Background: an optimization exercise with open tools, aiming at small area, a short achievable clock period and few clock cycles. Do not read the settings as production practice. Function was checked by simulation only, so behaviour that the tests miss may differ from the original. Power and IR drop assume default switching activity.

==> inputs of run Y <==
Design cmp_coder, start of the top module:
module cmp_coder (
    input  wire        clk,
    input  wire        rst,
    input  wire        in_valid,
    output wire        in_ready,
    input  wire [15:0] in_x,
    input  wire [15:0] in_nb,
    input  wire [8:0]  cfg_nwords,
    input  wire [2:0]  cfg_avg,
    input  wire [3:0]  cfg_k,
    input  wire [7:0]  cfg_a,
    input  wire [7:0]  cfg_b,
    input  wire [7:0]  cfg_c,
    input  wire [9:0]  cfg_neighbour,
    input  wire        cfg_nb_use,
    output reg         out_valid,
    input  wire        out_ready,
    output reg  [31:0] out_data,
    output reg         out_last,
    output wire [23:0] out_bits,
    output wire [8:0]  out_escapes,
    output wire [63:0] out_header,
    output reg         out_coded
);
==> flow/config.mk <==
export PLATFORM = sky130hd
export DESIGN_NAME = cmp_coder
export DESIGN_NICKNAME = cmp_coder
export VERILOG_FILES = /design/flow/design.v
export SDC_FILE = /design/flow/constraint.sdc
export NUM_CORES = 4
export LEC_CHECK = 0
export ABC_AREA = 1
export CAP_MARGIN = 20
export CORE_MARGIN = 2
export CORE_UTILIZATION = 40
export CTS_CLUSTER_DIAMETER = 100
export CTS_CLUSTER_SIZE = 30
export SLEW_MARGIN = 20
==> flow/constraint.sdc <==
create_clock -name core_clock -period 15.0 [get_ports {clk}]
set_input_delay 3.0000 -clock core_clock [delete_from_list [all_inputs] [get_ports {clk}]]
set_output_delay 3.0000 -clock core_clock [all_outputs]
set_load 0.01 [all_outputs]
standard.sh (not shown) runs the stock make flow with config.mk's settings and CLKGATE_MAP_FILE= SYNTH_SCRIPT=/design/flow/synth_recipe.tcl, a recipe that flattens the netlist after the stock synthesis.
==> flow/flow/run.sh <==
#!/bin/bash
set -euo pipefail
cd "$(dirname "$0")/.."
MARGIN=$(cat flow/margin.txt)
bash standard.sh SETUP_SLACK_MARGIN=$MARGIN TNS_END_PERCENT=100 finish > flow_make.log 2>&1
==> flow/flow/margin.txt <==
10.5
==> run K: changes against run Y <==
--- a/flow/design.v
+++ b/flow/design.v
@@ -298,11 +298,11 @@
     wire otake = out_valid && out_ready;
     reg [39:0] hdr;
     reg [7:0]  rawr;
     wire [12:0] nw   = n0 * (5'd12 + {2'd0, avg0});
     wire [7:0]  rawn = nw[12:5] + {7'd0, |nw[4:0]};
-    wire [11:0] codw = bits_o[16:5] + {11'd0, |bits_o[4:0]} + 12'd2;
+    wire [11:0] codw = bnext[16:5] + {11'd0, |bnext[4:0]} + 12'd2;
     assign out_bits    = {7'd0, bits_o};
     assign out_escapes = esc_o;
     assign out_header  = {hdr, 7'd0, bits_o};
     always @(posedge clk) begin
         if (rst) begin
@@ -361,19 +361,19 @@
         end
         if (adv && v3) begin
             bacc <= bnext;
             eacc <= enext;
             if (last3) begin
-                bits_o <= bnext;
-                esc_o  <= enext;
+                bits_o    <= bnext;
+                esc_o     <= enext;
+                out_coded <= codw < {4'd0, rawr};
             end
         end
         if (adv0 && v0 && last0) begin
             hdr  <= {nbr0, c0, b0, a0, 2'b00, k0};
             rawr <= rawn;
         end
-        out_coded <= codw < {4'd0, rawr};
     end
     wire        vC_n    = adv ? v3 : vC;
     wire        lastC_n = adv ? last3 : lastC;
     wire [6:0]  xq      = {2'd0, q} + {1'b0, lsC} + {2'd0, rlen[4:0]};
     wire        xls     = (rlen[8:5] != 4'd0) | (tpos[5] ? xq[6] : (xq[6] | xq[5]));
Settings changed: CORE_UTILIZATION 40 to 60.
==> comparison table <==
Largest net degree at the start of global routing: run K 75; run Y 69
Part of the total power dissipated in sequential elements: run K 27.2%; run Y 27.6%
Multi-input comb cells: run K 3335; run Y 3302
PostCTS Resize Cnt: run K 138; run Y 183
Fraction of the mapped netlist area in adder cells: run K 16.5%; run Y 16.5%
Combinational Power Share: run K 60.5%; run Y 59.8%
Cells on worst reg2reg path: run K 15; run Y 14
Final clock-cell share: run K 2.52%; run Y 2.50%
Mean cell area of the mapped netlist: run K 8.46 um^2; run Y 8.47 um^2
Req. time, crit path: run K 15390 ps; run Y 12000 ps
Highest net fanout along the worst path: run K 7; run Y 2
Relative slew slack: run K 28.4%; run Y 30.5%
Status: run K complete, no violations; run Y complete, no violations
Post-detailed-route wirelength per cell: run K 20.6 um; run Y 18.6 um
Final worst path period need: run K 4500 ps; run Y 4510 ps
Clock network power: run K 1060 uW; run Y 1050 uW
Post-route clock skew: run K 51.2 ps; run Y 36.6 ps
Slowest stage cell on the critical path: run K sky130_fd_sc_hd__fa_1; run Y sky130_fd_sc_hd__edfxtp_1
Design Power: run K 8590 uW; run Y 8360 uW
Testbench counts of run Y, summed over its fixed seeds: cycles 24,457.
Testbench counts of run K, summed over its fixed seeds: cycles 24,457.

[afterwards: timing with drivers on the ports]
No port has a modelled driver above. Below, the same layouts with a new extraction and two added sets of constraints.
Step 1, drivers: a clkbuf_16 drives clk and a buf_2 each remaining input, both assumed.
Step 2 also shifts input and output timing later by t, the mid clock arrival at the registers, as if the neighbouring blocks saw the same clock.
Slacks: ideal ports / drivers / drivers and shift; pairs: ideal ports / drivers.
run	t, ns	setup slack, ns	latest minus earliest clock arrival (ns)	worst register clock-pin slew, ns	worst data-port slew with drivers (ns)
run Y	0.738	10.486 / 10.417 / 10.021	0.039 / 0.039	0.12 / 0.12	0.16
run K	0.718	10.500 / 10.484 / 9.982	0.054 / 0.055	0.12 / 0.12	0.12
After both steps setup and hold are still met in every run listed. The setup slack of run K, which loses most, moves by -0.016 ns with the drivers and by -0.518 ns with both steps.
